Background: an optimization exercise with open tools, aiming at a short achievable clock period and few clock cycles. Do not read the settings as production practice. Only simulation tests tie the RTL to the original design; equivalence was not proved.

==> flow/constraint.sdc <==
create_clock -name core_clock -period 17.0 [get_ports {clk}]
set_input_delay 3.4000 -clock core_clock [delete_from_list [all_inputs] [get_ports {clk}]]
set_output_delay 3.4000 -clock core_clock [all_outputs]
set_load 0.01 [all_outputs]
==> flow/config.mk <==
export PLATFORM = sky130hd
export DESIGN_NAME = mill_core
export DESIGN_NICKNAME = mill_core
export VERILOG_FILES = /design/flow/design.v
export SDC_FILE = /design/flow/constraint.sdc
export NUM_CORES = 4
export LEC_CHECK = 0
export CAP_MARGIN = 20
export CORE_MARGIN = 2
export CORE_UTILIZATION = 30
export PLACE_DENSITY = 0.5
export SLEW_MARGIN = 20
==> flow/design.v <==
module mill_core (
    input  wire        clk,
    input  wire        rst,
    input  wire        start,
    input  wire [10:0] entry,
    input  wire        stop,
    output reg         busy,
    output reg         done,
    output wire [23:0] status,
    output reg  [10:0] end_pc,
    output wire [10:0] imem_addr,
    input  wire [23:0] imem_rdata,
    output reg  [14:0] dm_addr_a,
    output reg  [14:0] dm_addr_b,
    input  wire [23:0] dm_rdata_a,
    input  wire [23:0] dm_rdata_b,
    output reg         dm_we,
    output reg  [14:0] dm_waddr,
    output reg  [23:0] dm_wdata,
    output reg         cap_valid,
    output reg  [23:0] cap_data,
    output reg         trig
);
    localparam OP_NOP   = 5'h01, OP_MAC   = 5'h02, OP_MSU   = 5'h03,
               OP_MPY   = 5'h04, OP_AADD  = 5'h05, OP_ALD   = 5'h06,
               OP_ARD   = 5'h07, OP_ALDM  = 5'h08, OP_ASAV  = 5'h09,
               OP_VLD   = 5'h0A, OP_VST   = 5'h0B, OP_VSET  = 5'h0C,
               OP_VSETH = 5'h0D, OP_VALU  = 5'h0E, OP_VADDI = 5'h0F,
               OP_AGSET = 5'h10, OP_AGMOD = 5'h11, OP_AGMOV = 5'h12,
               OP_AGSTEP= 5'h13, OP_JMP   = 5'h14, OP_LOOP  = 5'h15,
               OP_TRIG  = 5'h1B, OP_HALT  = 5'h1C;
    localparam S_IDLE  = 4'd0,  S_FETCH = 4'd1,  S_DEC   = 4'd2,
               S_EXE   = 4'd3,  S_RD    = 4'd4,  S_PRE   = 4'd5,
               S_AL1   = 4'd6,  S_AL2   = 4'd7,  S_AL3   = 4'd8,
               S_AS1   = 4'd9,  S_AS2   = 4'd10, S_AS3   = 4'd11,
               S_UPD   = 4'd12, S_SLOW  = 4'd13;
    reg [3:0]  state;
    reg [3:0]  slow_ret;      
    reg [10:0] pc;
    reg [23:0] ir;
    reg signed [55:0] acc;
    reg [23:0] v [0:7];
    reg        flag_z, flag_n;
    reg [14:0] ag_base [0:3];
    reg [15:0] ag_len  [0:3];    
    reg [14:0] ag_idx  [0:3];
    reg [15:0] ag_step [0:3];
    reg [15:0] ag_mod  [0:3];
    reg        lp_act   [0:1];
    reg [23:0] lp_cnt   [0:1];
    reg [10:0] lp_start [0:1];
    reg [10:0] lp_end   [0:1];
    reg        st_sat, st_acc_sat;
    reg [3:0]  st_cause;
    reg [7:0]  st_code;
    reg        stop_req;
    reg [14:0] off1, off2;       
    reg [23:0] w0, w1;           
    reg        job;              
    reg [16:0] sl_rem;
    reg        sl_neg;
    reg [4:0]  sl_bit;
    reg [15:0] sl_len;
    assign imem_addr = pc;
    assign status    = {st_code, 10'd0, st_acc_sat, st_sat, st_cause};
    wire [4:0]  op      = ir[23:19];
    wire [1:0]  f_ga    = ir[18:17];
    wire [1:0]  f_upda  = ir[16:15];
    wire        f_bsel  = ir[14];
    wire [2:0]  f_b     = ir[13:11];
    wire [1:0]  f_updb  = ir[10:9];
    wire [2:0]  f_s3    = ir[18:16];
    wire [4:0]  f_sh5   = ir[15:11];
    wire [4:0]  ard_sh  = ir[18:14];
    wire        ard_rnd = ir[13];
    wire [1:0]  ard_dst = ir[12:11];
    wire [2:0]  ard_v   = ir[10:8];
    wire [1:0]  ard_g   = ir[9:8];
    wire [1:0]  ard_upd = ir[7:6];
    wire        ard_clr = ir[5];
    wire [1:0]  vm_g    = ir[15:14];
    wire [1:0]  vm_upd  = ir[13:12];
    reg illegal;
    always @(*) begin
        illegal = 1'b0;
        case (op)
            OP_NOP, OP_TRIG: illegal = (ir[18:0] != 0);
            OP_MAC, OP_MSU, OP_MPY: begin
                illegal = (ir[8:0] != 0) || (f_upda == 2'd3);
                if (f_bsel == 1'b0)
                    illegal = illegal || ir[13] || (f_updb == 2'd3);
                else
                    illegal = illegal || (f_updb != 2'd0);
            end
            OP_AADD, OP_ALD: illegal = (ir[10:0] != 0);
            OP_ARD: begin
                illegal = (ir[4:0] != 0);
                case (ard_dst)
                    2'd0: illegal = illegal || (ard_upd != 2'd0);
                    2'd1: illegal = illegal || ir[10] || (ard_upd == 2'd3);
                    2'd2: illegal = illegal || (ir[10:6] != 0);
                    2'd3: illegal = 1'b1;
                endcase
            end
            OP_ALDM, OP_ASAV: illegal = (ir[14:0] != 0) || (f_upda == 2'd3);
            OP_VLD, OP_VST:   illegal = (ir[11:0] != 0) || (vm_upd == 2'd3);
            OP_VSET, OP_VADDI, OP_AGSET: illegal = 1'b0;
            OP_VSETH:  illegal = (ir[15:8] != 0);
            OP_VALU:   illegal = (ir[8:0] != 0) || (ir[12:9] > 4'd10);
            OP_AGMOD:  illegal = (ir[16:15] != 0);
            OP_AGMOV:  illegal = (ir[10:0] != 0) || (ir[16:14] > 3'd4);
            OP_AGSTEP: illegal = (ir[14:0] != 0) || (ir[16:15] == 2'd0) ||
                                 (ir[16:15] == 2'd3);
            OP_JMP:    illegal = (ir[15:11] != 0);
            OP_LOOP:   illegal = (ir[17] && ir[9:3] != 0);
            OP_HALT:   illegal = (ir[18:8] != 0);
            default:   illegal = 1'b1;
        endcase
    end
    wire        lp_lvl   = ir[18];
    wire [10:0] lp_body  = {4'd0, ir[16:10]} + 11'd1;
    wire [11:0] lp_newend = {1'b0, pc} + {1'b0, lp_body};
    wire [23:0] lp_count = ir[17] ? v[ir[2:0]] : {14'd0, ir[9:0]};
    wire        loop_bad = lp_act[lp_lvl] ||
                           (lp_act[~lp_lvl] && (lp_newend > {1'b0, lp_end[~lp_lvl]}));
    function [14:0] ag_addr;
        input [14:0] base;
        input [14:0] idx;
        begin
            ag_addr = base + idx;
        end
    endfunction
    function signed [17:0] upd_x;
        input [14:0] idx;
        input [15:0] step;
        input [15:0] md;
        input [1:0]  upd;
        begin
            if (upd == 2'd2)
                upd_x = $signed({3'd0, idx}) + $signed({{2{md[15]}}, md});
            else
                upd_x = $signed({3'd0, idx}) + $signed({{2{step[15]}}, step});
        end
    endfunction
    reg        jb_valid;
    reg [1:0]  jb_g;
    reg signed [17:0] jb_x;
    always @(*) begin
        jb_valid = 1'b0;
        jb_g     = 2'd0;
        jb_x     = 18'sd0;
        if (state == S_PRE) begin
            jb_valid = 1'b1;
            jb_g     = f_ga;
            jb_x     = {3'd0, ag_idx[f_ga]} + (job ? 18'sd2 : 18'sd1);
        end else begin
            case (op)
                OP_MAC, OP_MSU, OP_MPY: begin
                    if (job == 1'b0) begin
                        jb_g     = f_ga;
                        jb_valid = (f_upda != 2'd0);
                        jb_x     = upd_x(ag_idx[f_ga], ag_step[f_ga], ag_mod[f_ga], f_upda);
                    end else begin
                        jb_g     = f_b[1:0];
                        jb_valid = (f_bsel == 1'b0) && (f_updb != 2'd0);
                        jb_x     = upd_x(ag_idx[f_b[1:0]], ag_step[f_b[1:0]], ag_mod[f_b[1:0]], f_updb);
                    end
                end
                OP_ALDM, OP_ASAV, OP_AGSTEP: begin
                    jb_g     = f_ga;
                    jb_valid = (job == 1'b0) && (f_upda != 2'd0);
                    jb_x     = upd_x(ag_idx[f_ga], ag_step[f_ga], ag_mod[f_ga], f_upda);
                end
                OP_VLD, OP_VST: begin
                    jb_g     = vm_g;
                    jb_valid = (job == 1'b0) && (vm_upd != 2'd0);
                    jb_x     = upd_x(ag_idx[vm_g], ag_step[vm_g], ag_mod[vm_g], vm_upd);
                end
                OP_ARD: begin
                    jb_g     = ard_g;
                    jb_valid = (job == 1'b0) && (ard_dst == 2'd1) && (ard_upd != 2'd0);
                    jb_x     = upd_x(ag_idx[ard_g], ag_step[ard_g], ag_mod[ard_g], ard_upd);
                end
                OP_AGSET: begin
                    jb_g     = f_ga;
                    jb_valid = (job == 1'b0);
                    jb_x     = {3'd0, ir[14:0]};
                end
                OP_AGMOV: begin
                    jb_g     = f_ga;
                    jb_valid = (job == 1'b0);
                    jb_x     = {3'd0, v[ir[13:11]][14:0]};
                end
                default: ;
            endcase
        end
    end
    wire [15:0] jb_len = ag_len[jb_g];
    wire signed [17:0] jb_len_s = {2'b00, jb_len};
    wire        jb_fast = (jb_x >= -jb_len_s) && (jb_x < (jb_len_s <<< 1));
    wire signed [17:0] jb_fast_val = (jb_x < 0)        ? jb_x + jb_len_s :
                                     (jb_x >= jb_len_s) ? jb_x - jb_len_s : jb_x;
    wire [32:0] sl_sub   = {17'd0, sl_len} << sl_bit;
    wire        sl_ge    = {16'd0, sl_rem} >= sl_sub;
    wire [16:0] sl_next  = sl_ge ? (sl_rem - sl_sub[16:0]) : sl_rem;
    wire [16:0] sl_final = (sl_neg && sl_next != 0) ? ({1'b0, sl_len} - sl_next) : sl_next;
    localparam signed [57:0] ACC_MAX = 58'sd36028797018963967;    
    localparam signed [57:0] ACC_MIN = -58'sd36028797018963968;   
    wire signed [23:0] mul_a = dm_rdata_a;
    wire signed [23:0] mul_b = f_bsel ? v[f_b] : dm_rdata_b;
    wire signed [47:0] prod  = mul_a * mul_b;
    wire signed [57:0] acc_w  = {{2{acc[55]}}, acc};
    wire signed [57:0] prod_w = {{10{prod[47]}}, prod};
    wire signed [57:0] mac_sum = (op == OP_MSU) ? acc_w - prod_w : acc_w + prod_w;
    wire               mac_ovf = (mac_sum > ACC_MAX) || (mac_sum < ACC_MIN);
    wire signed [55:0] mac_sat = (mac_sum > ACC_MAX) ? ACC_MAX[55:0] :
                                 (mac_sum < ACC_MIN) ? ACC_MIN[55:0] : mac_sum[55:0];
    wire signed [23:0] vs_val   = v[f_s3];
    wire signed [57:0] vs_shift = {{34{vs_val[23]}}, vs_val} <<< f_sh5;
    wire signed [57:0] aadd_sum = acc_w + vs_shift;
    wire               aadd_ovf = (aadd_sum > ACC_MAX) || (aadd_sum < ACC_MIN);
    wire signed [55:0] aadd_sat = (aadd_sum > ACC_MAX) ? ACC_MAX[55:0] :
                                  (aadd_sum < ACC_MIN) ? ACC_MIN[55:0] : aadd_sum[55:0];
    wire signed [57:0] ard_half = (ard_rnd && ard_sh != 0) ? (58'sd1 <<< (ard_sh - 5'd1)) : 58'sd0;
    wire signed [57:0] ard_bias = (ard_rnd && ard_sh != 0 && acc[55]) ? 58'sd1 : 58'sd0;
    wire signed [57:0] ard_q    = (acc_w + ard_half - ard_bias) >>> ard_sh;
    wire               ard_ovf  = (ard_q > 58'sd8388607) || (ard_q < -58'sd8388608);
    wire [23:0]        ard_y    = (ard_q > 58'sd8388607)  ? 24'h7FFFFF :
                                  (ard_q < -58'sd8388608) ? 24'h800000 : ard_q[23:0];
    wire [2:0]  va_d = ir[18:16];
    wire [2:0]  va_s = ir[15:13];
    wire [3:0]  va_f = ir[12:9];
    wire [23:0] va_x = v[va_d];
    wire [23:0] va_y = v[va_s];
    reg  [23:0] va_r;
    always @(*) begin
        case (va_f)
            4'd0:  va_r = va_x + va_y;
            4'd1:  va_r = va_x - va_y;
            4'd2:  va_r = va_x & va_y;
            4'd3:  va_r = va_x | va_y;
            4'd4:  va_r = va_x ^ va_y;
            4'd5:  va_r = va_y;
            4'd6:  va_r = ($signed(va_x) < $signed(va_y)) ? va_x : va_y;
            4'd7:  va_r = ($signed(va_x) > $signed(va_y)) ? va_x : va_y;
            4'd8:  va_r = va_x - va_y;
            4'd9:  va_r = (va_y[4:0] >= 5'd24) ? 24'd0 : (va_x << va_y[4:0]);
            default: va_r = (va_y[4:0] >= 5'd24) ? {24{va_x[23]}} :
                            ($signed(va_x) >>> va_y[4:0]);
        endcase
    end
    wire [23:0] vaddi_r = v[ir[18:16]] + {{8{ir[15]}}, ir[15:0]};
    reg jmp_take;
    always @(*) begin
        case (ir[18:16])
            3'd0: jmp_take = 1'b1;
            3'd1: jmp_take = flag_z;
            3'd2: jmp_take = ~flag_z;
            3'd3: jmp_take = flag_n;
            3'd4: jmp_take = ~flag_n;
            3'd5: jmp_take = acc[55];
            3'd6: jmp_take = ~acc[55] && (acc != 0);
            default: jmp_take = (acc == 0);
        endcase
    end
    reg [11:0] npc;
    reg        n_act0, n_act1;
    reg [23:0] n_cnt0, n_cnt1;
    reg        inner;         
    reg        at_end0, at_end1;
    always @(*) begin
        npc    = {1'b0, pc} + 12'd1;
        n_act0 = lp_act[0];
        n_act1 = lp_act[1];
        n_cnt0 = lp_cnt[0];
        n_cnt1 = lp_cnt[1];
        at_end0 = lp_act[0] && (lp_end[0] == pc);
        at_end1 = lp_act[1] && (lp_end[1] == pc);
        inner  = (at_end0 && at_end1) ? (lp_start[1] > lp_start[0]) : at_end1;
        if (op == OP_JMP && jmp_take) begin
            npc = {1'b0, ir[10:0]};
            if (lp_act[0] && (ir[10:0] < lp_start[0] || ir[10:0] > lp_end[0]))
                n_act0 = 1'b0;
            if (lp_act[1] && (ir[10:0] < lp_start[1] || ir[10:0] > lp_end[1]))
                n_act1 = 1'b0;
        end else begin
            if (inner == 1'b0) begin
                if (at_end0) begin
                    if (lp_cnt[0] > 24'd1) begin
                        n_cnt0 = lp_cnt[0] - 24'd1;
                        npc    = {1'b0, lp_start[0]};
                    end else begin
                        n_act0 = 1'b0;
                        if (at_end1) begin
                            if (lp_cnt[1] > 24'd1) begin
                                n_cnt1 = lp_cnt[1] - 24'd1;
                                npc    = {1'b0, lp_start[1]};
                            end else
                                n_act1 = 1'b0;
                        end
                    end
                end
            end else begin
                if (at_end1) begin
                    if (lp_cnt[1] > 24'd1) begin
                        n_cnt1 = lp_cnt[1] - 24'd1;
                        npc    = {1'b0, lp_start[1]};
                    end else begin
                        n_act1 = 1'b0;
                        if (at_end0) begin
                            if (lp_cnt[0] > 24'd1) begin
                                n_cnt0 = lp_cnt[0] - 24'd1;
                                npc    = {1'b0, lp_start[0]};
                            end else
                                n_act0 = 1'b0;
                        end
                    end
                end
            end
        end
    end
    always @(*) begin
        dm_addr_a = 15'd0;
        dm_addr_b = 15'd0;
        case (state)
            S_EXE: begin
                if (op == OP_VLD)
                    dm_addr_a = ag_addr(ag_base[vm_g], ag_idx[vm_g]);
                else
                    dm_addr_a = ag_addr(ag_base[f_ga], ag_idx[f_ga]);
                dm_addr_b = ag_addr(ag_base[f_b[1:0]], ag_idx[f_b[1:0]]);
            end
            S_AL1: begin
                dm_addr_a = ag_addr(ag_base[f_ga], ag_idx[f_ga]);
                dm_addr_b = ag_addr(ag_base[f_ga], off1);
            end
            S_AL2: begin
                dm_addr_a = ag_addr(ag_base[f_ga], off2);
            end
            default: ;
        endcase
    end
    integer i;
    task end_kernel;
        input [3:0]  cause;
        input [7:0]  code;
        input [10:0] at_pc;
        begin
            st_cause <= cause;
            st_code  <= code;
            end_pc <= at_pc;
            busy   <= 1'b0;
            done   <= 1'b1;
            state  <= S_IDLE;
        end
    endtask
    task next_op;
        begin
            if (npc[11]) begin
                end_kernel(4'd2, 8'd0, pc);
            end else begin
                pc        <= npc[10:0];
                lp_act[0] <= n_act0;
                lp_act[1] <= n_act1;
                lp_cnt[0] <= n_cnt0;
                lp_cnt[1] <= n_cnt1;
                state     <= S_FETCH;
            end
        end
    endtask
    task write_job;
        input [14:0] val;
        begin
            if (state == S_PRE || (state == S_SLOW && slow_ret == S_PRE)) begin
                if (job == 1'b0) off1 <= val;
                else             off2 <= val;
            end else begin
                ag_idx[jb_g] <= val;
            end
        end
    endtask
    always @(posedge clk) begin
        done      <= 1'b0;
        dm_we     <= 1'b0;
        cap_valid <= 1'b0;
        trig      <= 1'b0;
        if (rst) begin
            state     <= S_IDLE;
            busy      <= 1'b0;
            st_cause  <= 4'd0;
            st_code   <= 8'd0;
            st_sat    <= 1'b0;
            st_acc_sat <= 1'b0;
            end_pc    <= 11'd0;
            pc        <= 11'd0;
            stop_req  <= 1'b0;
            lp_act[0] <= 1'b0;
            lp_act[1] <= 1'b0;
        end else begin
            if (state != S_IDLE && stop)
                stop_req <= 1'b1;
            case (state)
                S_IDLE: begin
                    if (start) begin
                        acc        <= 56'sd0;
                        for (i = 0; i < 8; i = i + 1) v[i] <= 24'd0;
                        flag_z     <= 1'b0;
                        flag_n     <= 1'b0;
                        for (i = 0; i < 4; i = i + 1) begin
                            ag_base[i] <= 15'd0;
                            ag_len[i]  <= 16'd32768;
                            ag_idx[i]  <= 15'd0;
                            ag_step[i] <= 16'd1;
                            ag_mod[i]  <= 16'd0;
                        end
                        lp_act[0]  <= 1'b0;
                        lp_act[1]  <= 1'b0;
                        st_sat     <= 1'b0;
                        st_acc_sat <= 1'b0;
                        stop_req   <= 1'b0;
                        st_code    <= 8'd0;
                        pc         <= entry;
                        if (stop) begin
                            st_cause <= 4'd1;
                            end_pc <= entry;
                            done   <= 1'b1;
                        end else begin
                            st_cause <= 4'd0;
                            busy   <= 1'b1;
                            state  <= S_FETCH;
                        end
                    end
                end
                S_FETCH: begin
                    if (stop_req || stop) begin
                        st_cause <= 4'd1;
                        end_pc <= pc;
                        busy   <= 1'b0;
                        done   <= 1'b1;
                        state  <= S_IDLE;
                    end else
                        state <= S_DEC;
                end
                S_DEC: begin
                    ir    <= imem_rdata;
                    state <= S_EXE;
                end
                S_EXE: begin
                    job <= 1'b0;
                    if (illegal || (op == OP_LOOP && loop_bad)) begin
                        end_kernel(4'd2, 8'd0, pc);
                    end else begin
                        case (op)
                            OP_NOP: next_op;
                            OP_MAC, OP_MSU, OP_MPY, OP_VLD: state <= S_RD;
                            OP_AADD: begin
                                acc <= aadd_sat;
                                if (aadd_ovf) st_acc_sat <= 1'b1;
                                next_op;
                            end
                            OP_ALD: begin
                                acc <= vs_shift[55:0];
                                next_op;
                            end
                            OP_ARD: begin
                                if (ard_ovf) st_sat <= 1'b1;
                                if (ard_clr) acc <= 56'sd0;
                                case (ard_dst)
                                    2'd0: begin
                                        v[ard_v] <= ard_y;
                                        next_op;
                                    end
                                    2'd1: begin
                                        dm_we    <= 1'b1;
                                        dm_waddr <= ag_addr(ag_base[ard_g], ag_idx[ard_g]);
                                        dm_wdata <= ard_y;
                                        state    <= S_UPD;
                                    end
                                    default: begin
                                        cap_valid <= 1'b1;
                                        cap_data  <= ard_y;
                                        next_op;
                                    end
                                endcase
                            end
                            OP_ALDM, OP_ASAV: state <= S_PRE;
                            OP_VST: begin
                                dm_we    <= 1'b1;
                                dm_waddr <= ag_addr(ag_base[vm_g], ag_idx[vm_g]);
                                dm_wdata <= v[ir[18:16]];
                                state    <= S_UPD;
                            end
                            OP_VSET: begin
                                v[ir[18:16]] <= {{8{ir[15]}}, ir[15:0]};
                                flag_z <= (ir[15:0] == 16'd0);
                                flag_n <= ir[15];
                                next_op;
                            end
                            OP_VSETH: begin
                                v[ir[18:16]][23:16] <= ir[7:0];
                                next_op;
                            end
                            OP_VALU: begin
                                if (va_f != 4'd8) v[va_d] <= va_r;
                                flag_z <= (va_r == 24'd0);
                                flag_n <= va_r[23];
                                next_op;
                            end
                            OP_VADDI: begin
                                v[ir[18:16]] <= vaddi_r;
                                flag_z <= (vaddi_r == 24'd0);
                                flag_n <= vaddi_r[23];
                                next_op;
                            end
                            OP_AGSET: begin
                                case (ir[16:15])
                                    2'd0: begin ag_base[f_ga] <= ir[14:0]; next_op; end
                                    2'd1: begin ag_len[f_ga]  <= {1'b0, ir[14:0]} + 16'd1; next_op; end
                                    2'd2: state <= S_UPD;
                                    default: begin ag_step[f_ga] <= {ir[14], ir[14:0]}; next_op; end
                                endcase
                            end
                            OP_AGMOD: begin
                                ag_mod[f_ga] <= {ir[14], ir[14:0]};
                                next_op;
                            end
                            OP_AGMOV: begin
                                case (ir[16:14])
                                    3'd0: begin ag_base[f_ga] <= v[ir[13:11]][14:0]; next_op; end
                                    3'd1: begin ag_len[f_ga]  <= {1'b0, v[ir[13:11]][14:0]} + 16'd1; next_op; end
                                    3'd2: state <= S_UPD;
                                    3'd3: begin ag_step[f_ga] <= {v[ir[13:11]][14], v[ir[13:11]][14:0]}; next_op; end
                                    default: begin ag_mod[f_ga] <= v[ir[13:11]][15:0]; next_op; end
                                endcase
                            end
                            OP_AGSTEP: state <= S_UPD;
                            OP_JMP: next_op;
                            OP_LOOP: begin
                                lp_act[lp_lvl]   <= 1'b1;
                                lp_cnt[lp_lvl]   <= (lp_count == 24'd0) ? 24'd1 : lp_count;
                                lp_start[lp_lvl] <= pc + 11'd1;
                                lp_end[lp_lvl]   <= lp_newend[10:0];
                                if (pc == 11'd2047)
                                    end_kernel(4'd2, 8'd0, pc);
                                else begin
                                    pc    <= pc + 11'd1;
                                    state <= S_FETCH;
                                end
                            end
                            OP_TRIG: begin
                                trig <= 1'b1;
                                next_op;
                            end
                            default: begin
                                end_kernel(4'd0, ir[7:0], pc);
                            end
                        endcase
                    end
                end
                S_RD: begin
                    if (op == OP_VLD) begin
                        v[ir[18:16]] <= dm_rdata_a;
                        flag_z <= (dm_rdata_a == 24'd0);
                        flag_n <= dm_rdata_a[23];
                    end else if (op == OP_MPY) begin
                        acc <= {{8{prod[47]}}, prod};
                    end else begin
                        acc <= mac_sat;
                        if (mac_ovf) st_acc_sat <= 1'b1;
                    end
                    state <= S_UPD;
                end
                S_PRE: begin
                    if (jb_fast) begin
                        write_job(jb_fast_val[14:0]);
                        if (job == 1'b1) begin
                            job   <= 1'b0;
                            state <= (op == OP_ALDM) ? S_AL1 : S_AS1;
                        end else
                            job <= 1'b1;
                    end else begin
                        sl_neg   <= jb_x[17];
                        sl_rem   <= jb_x[17] ? (-jb_x[16:0]) : jb_x[16:0];
                        sl_len   <= jb_len;
                        sl_bit   <= 5'd16;
                        slow_ret <= S_PRE;
                        state    <= S_SLOW;
                    end
                end
                S_AL1: state <= S_AL2;           
                S_AL2: begin                      
                    w0    <= dm_rdata_a;
                    w1    <= dm_rdata_b;
                    state <= S_AL3;
                end
                S_AL3: begin
                    acc   <= {dm_rdata_a[7:0], w1, w0};
                    state <= S_UPD;
                end
                S_AS1: begin
                    dm_we    <= 1'b1;
                    dm_waddr <= ag_addr(ag_base[f_ga], ag_idx[f_ga]);
                    dm_wdata <= acc[23:0];
                    state    <= S_AS2;
                end
                S_AS2: begin
                    dm_we    <= 1'b1;
                    dm_waddr <= ag_addr(ag_base[f_ga], off1);
                    dm_wdata <= acc[47:24];
                    state    <= S_AS3;
                end
                S_AS3: begin
                    dm_we    <= 1'b1;
                    dm_waddr <= ag_addr(ag_base[f_ga], off2);
                    dm_wdata <= {{16{acc[55]}}, acc[55:48]};
                    state    <= S_UPD;
                end
                S_UPD: begin
                    if (!jb_valid) begin
                        if (job == 1'b1) begin
                            next_op;
                        end else
                            job <= 1'b1;
                    end else if (jb_fast) begin
                        write_job(jb_fast_val[14:0]);
                        if (job == 1'b1)
                            next_op;
                        else
                            job <= 1'b1;
                    end else begin
                        sl_neg   <= jb_x[17];
                        sl_rem   <= jb_x[17] ? (-jb_x[16:0]) : jb_x[16:0];
                        sl_len   <= jb_len;
                        sl_bit   <= 5'd16;
                        slow_ret <= S_UPD;
                        state    <= S_SLOW;
                    end
                end
                S_SLOW: begin
                    sl_rem <= sl_next;
                    if (sl_bit == 5'd0) begin
                        write_job(sl_final[14:0]);
                        state <= slow_ret;
                        if (slow_ret == S_PRE) begin
                            if (job == 1'b1) begin
                                job   <= 1'b0;
                                state <= (op == OP_ALDM) ? S_AL1 : S_AS1;
                            end else
                                job <= 1'b1;
                        end else begin
                            if (job == 1'b1)
                                next_op;
                            else
                                job <= 1'b1;
                        end
                    end else
                        sl_bit <= sl_bit - 5'd1;
                end
                default: state <= S_IDLE;
            endcase
        end
    end
endmodule
==> flow/run.sh <==
#!/bin/bash
# synth_recipe.tcl (not shown) runs the flow's synth.tcl, then flattens the netlist and writes it again
# the make line also repeats each setting of config.mk as NAME=value (left out here)
make -C /OpenROAD-flow-scripts/flow DESIGN_CONFIG=/design/flow/config.mk WORK_HOME=/design/flow/orfs CLKGATE_MAP_FILE= SYNTH_SCRIPT=/design/flow/synth_recipe.tcl finish
==> run_summary.xml <==
<?xml version="1.0" encoding="UTF-8"?>
<metrics>
  <group name="status">
    <metric name="run_status" unit="">no timing/DRC/antenna violations</metric>
  </group>
  <group name="synth">
    <metric name="postSynth.topFlopCell" unit="">edfxtp_1</metric>
    <metric name="avg_inst_size_synth" unit="um^2">8.94</metric>
    <metric name="yosys_warnings" unit="">1</metric>
    <metric name="mappedNetlistArea" unit="um^2">117000</metric>
    <metric name="syn_inst" unit="">13100</metric>
    <metric name="area_contributors_post_synth" unit="">edfxtp_1 (22%), fa_1 (11%), mux4_2 (8.8%)</metric>
    <metric name="postSynth.asyncResetShare" unit="%">0</metric>
    <metric name="synth.largest_area_cell" unit="">edfxtp_1</metric>
    <metric name="synth_largest_type_area_fraction" unit="%">22.0</metric>
    <metric name="yosys_register_bits" unit="">918</metric>
    <metric name="synth-seq-area-share" unit="%">23.0</metric>
    <metric name="synth_cell_type_count" unit="">121</metric>
    <metric name="number_of_flops_mapped_to_enable_cells_by_yosys" unit="">857</metric>
  </group>
  <group name="route">
    <metric name="route.antenna.remaining_nets" unit="">0</metric>
    <metric name="wire_length_on_met2" unit="um">244000</metric>
    <metric name="number_of_iterations_in_the_first_detailed_routing_pass" unit="">9</metric>
    <metric name="wirelength_met1" unit="um">218000</metric>
    <metric name="dr.max_layer_used" unit="">met5</metric>
    <metric name="detail_route.wl_per_cell" unit="um">30.0</metric>
    <metric name="route.vias.total" unit="">108000</metric>
    <metric name="wl_met3" unit="um">48900</metric>
    <metric name="drc_violation_total_after_the_first_tritonroute_iteration" unit="">12700</metric>
    <metric name="viasPerCell" unit="">5.85</metric>
    <metric name="routed_wl" unit="um">553000</metric>
    <metric name="drc_violations_left" unit="">0</metric>
  </group>
  <group name="min_path">
    <metric name="worst_hold_path.num_cells" unit="">1</metric>
    <metric name="min-delay-path-class" unit="">reg -&gt; reg</metric>
    <metric name="hp-start" unit="">st_cause[3]</metric>
    <metric name="hold_path_end" unit="">st_cause[3]</metric>
  </group>
  <group name="clock_tree">
    <metric name="clk_pin_slew" unit="ns">0.06</metric>
    <metric name="cts.sinks" unit="">918</metric>
    <metric name="cts_post_setup_buffers_inserted" unit="">0</metric>
    <metric name="ctsRootBufferMaster" unit="">clkbuf_16</metric>
    <metric name="clk_latency" unit="ns">0.95</metric>
    <metric name="htree_num_levels" unit="">3</metric>
    <metric name="cts_buffers" unit="">122</metric>
    <metric name="tritoncts_clock_tree" unit="">done</metric>
    <metric name="cts_buffer_depth" unit="">4</metric>
  </group>
  <group name="floorplanning">
    <metric name="pin_count" unit="">231</metric>
    <metric name="die_height" unit="um">629</metric>
    <metric name="starting_density_of_the_core" unit="%">30.1</metric>
    <metric name="design.die.area" unit="um^2">396000</metric>
    <metric name="core_region_area" unit="um^2">389000</metric>
    <metric name="floorplan.die.width" unit="um">629</metric>
    <metric name="placement_rows" unit="">229</metric>
  </group>
  <group name="place">
    <metric name="number_of_i_o_port_buffers" unit="">220</metric>
    <metric name="dp_hpwl" unit="um">431000</metric>
    <metric name="placed_cell_areas" unit="um^2">127000</metric>
    <metric name="place_congestion" unit="">1.00</metric>
    <metric name="post-place-ws" unit="ns">-0.0671</metric>
  </group>
  <group name="setup_path">
    <metric name="setup.worst_path.end_class" unit="">flop</metric>
    <metric name="worst-path-buf-inv" unit="">7</metric>
    <metric name="crit_type" unit="">in -&gt; reg</metric>
    <metric name="path_common_cell" unit="">fa_1</metric>
    <metric name="crit_path_max_fanout" unit="">14</metric>
    <metric name="worst-endpoint-required" unit="ns">17.66</metric>
    <metric name="path_delay_family" unit="">compound AO/OA/AOI/OAI gates</metric>
    <metric name="worst_ep_arrival_time" unit="ns">16.75</metric>
    <metric name="setup.worst_path.start_class" unit="">input port</metric>
    <metric name="r2r_cells" unit="">50</metric>
    <metric name="worstReg2RegEnd" unit="">acc[33]</metric>
    <metric name="setup.reg_to_reg.worst_slack" unit="ns">1.56</metric>
    <metric name="cpPeakStageDelay" unit="ns">0.93</metric>
    <metric name="cell_at_the_slowest_stage_of_the_critical_path" unit="">a21oi_1</metric>
  </group>
  <group name="finish">
    <metric name="stdcell_area" unit="um^2">131000</metric>
    <metric name="fin_nets" unit="">14600</metric>
    <metric name="final_layout_size_suffix_gt1_share" unit="%">11.9</metric>
    <metric name="layout-area-overhead-vs-synth" unit="%">11.9</metric>
    <metric name="finish.utilization" unit="%">33.7</metric>
  </group>
  <group name="global_route">
    <metric name="number_of_antenna_violations_at_the_first_check_in_global_routing" unit="">40</metric>
    <metric name="grt_overflow" unit="">0</metric>
    <metric name="grt_usage" unit="%">27.0</metric>
    <metric name="first_pass_grt_wire_length" unit="um">779000</metric>
    <metric name="first_global_vias" unit="">104000</metric>
    <metric name="grt_max_degree" unit="">118</metric>
  </group>
  <group name="sta">
    <metric name="slew_violations" unit="">0</metric>
    <metric name="final_min_period_over_clock_period" unit="%">94.7</metric>
    <metric name="maxSlewHeadroom" unit="%">14.3</metric>
    <metric name="unrepaired_setup_endpoints_after_global_routing" unit="">false</metric>
    <metric name="worst_slew_pin_slew" unit="ns">1.27</metric>
    <metric name="fmax" unit="MHz">62.1</metric>
    <metric name="final_hold_viol_count" unit="">0</metric>
    <metric name="worst_slack" unit="ns">0.904</metric>
    <metric name="finalSetupViolCount" unit="">0</metric>
    <metric name="fin_worst_skew" unit="ns">0.105</metric>
    <metric name="final_period_minus_worst_setup_slack" unit="ns">16.10</metric>
  </group>
  <group name="run">
    <metric name="cap_violations" unit="">0</metric>
  </group>
</metrics>
==> Yosys cell counts, types with 87 or more instances <==
master	number
nor2b_1	202
nand2_1	1408
clkbuf_1	619
inv_1	1183
a22oi_1	102
nand3_1	162
nand4_1	110
a21o_1	208
mux4_2	459
a21oi_1	922
mux2i_1	319
xor2_1	186
o211ai_1	110
nor3_1	319
xnor2_1	347
edfxtp_1	857
a211oi_1	140
o21a_1	87
and2_1	205
nor2_1	1180
fa_1	629
a31oi_1	96
mux2_2	171
nand2b_1	93
buf_1	129
o21ai_0	669
ha_1	763
o21bai_1	120
==> cell usage in the layout (no fill, tap or decap), types with 214 or more instances in the layout <==
cell type        Yosys  layout
a21oi_1            922     899
buf_4               17     463
clkdlybuf4s50_1      0     214
edfxtp_1           857     857
fa_1               629     629
ha_1               763     763
inv_1             1183    1180
mux2i_1            319     312
mux4_2             459     459
nand2_1           1408    1402
nor2_1            1180    1161
nor3_1             319     310
o21ai_0            669     659
xnor2_1            347     347
==> layer usage <==
layer	global-route usage (%)	up-vias
met5	0	-
met4	17.3	20
met3	5.20	1278
met2	42.1	5592
met1	34.2	53700
li1	-	47400
==> worst max path at each step <==
stage                  startpoint       to  cells past startpoint  slack (ns)
floorplan                  ir[14]  acc[53]                     62        1.48
global placement    dm_rdata_b[0]   acc[0]                     50        0.06
detailed placement  dm_rdata_b[0]  acc[40]                     50       -0.07
CTS                 dm_rdata_b[0]  acc[40]                     50        0.81
global route        dm_rdata_b[0]  acc[33]                     50        0.09
finish              dm_rdata_b[0]  acc[33]                     50        0.90
==> logic make-up (layout without fill, tap and decap cells) <==
logic type,after synthesis,count (layout),share of synthesized area (%)
multiplexers,952,952,13.2
AO/OA/AOI/OAI,3241,3241,18.2
XOR/XNOR,534,534,4.00
flip-flops,918,918,23.0
adder cells (fa/ha/maj),1405,1405,19.0
AND/OR/NAND/NOR,4070,4070,16.0
buffers and inverters,1989,2102,6.49
other,1,40,0.00320
==> registers in the layout, summed over array words and instances (netlist names), 16 cells and up, named ones only <==
| signal | cells |
|---|---|
| ag_len | 64 |
| v | 192 |
| sl_rem | 17 |
| ag_mod | 64 |
| acc | 56 |
| ag_idx | 60 |
| w0 | 24 |
| dm_wdata | 24 |
| ir | 24 |
| w1 | 24 |
| sl_len | 16 |
| lp_cnt | 48 |
| ag_step | 60 |
| lp_end | 22 |
| ag_base | 60 |
| cap_data | 24 |
| lp_start | 22 |
==> stage by stage <==
step / instances / setup TNS [ns] / hold slack, ns
finish: 18500 / 0 / 0.471
floorplan: 13100 / 0 / 0.442
CTS: 18400 / 0 / 0.474
detailed placement: 18200 / -0.214 / 0.456
global placement: 18200 / 0 / 0.448
global route: 18400 / 0 / 0.480
==> timing repair <==
action,in CTS,in global routing
hold buffers,0,0
resized for setup,0,1
endpoints found under the setup margin,0,5
==> area by class of cell <==
type,instances,area [um^2]
timing repair buffer,691,5780
inverter,1192,4480
fill,40400,258000
antenna,30,75.1
multi-input combinational,10200,83200
clock inverter,82,906
sequential,918,27000
clock buffer,137,3140
tap,5197,6500
Testbench counts, summed over its fixed seeds: cycles 170,433.

[what the ideal ports hide]
The results above use ideal ports. As a check the final layout listed here was re-extracted and re-timed, cells and wires unchanged.
Step 1 sets driving cells, clkbuf_16 on the clock port and buf_2 on the other inputs (assumed; they add their load-dependent delay and slew).
Step 2 adds t to the input delays and takes it off the output delays; t is the mean of the earliest and latest rising clock arrival at the registers after step 1. Input paths then give back, and output paths get back, about the clock's delay inside the block.
Three values: ideal, step 1, step 2; two values: the first two.
t, ns: 1.009
setup WS [ns]: 0.904 / 0.865 / -0.144
clock arrival spread, ns: 0.112 / 0.112
slew at the worst register clock pin (ns): 0.07 / 0.07
worst data-port slew with drivers (ns): 0.36
With both steps, setup timing fails in this run, where it was met with ideal ports. The setup slack of this run moves by -0.039 ns with the drivers and by -1.048 ns with both steps.
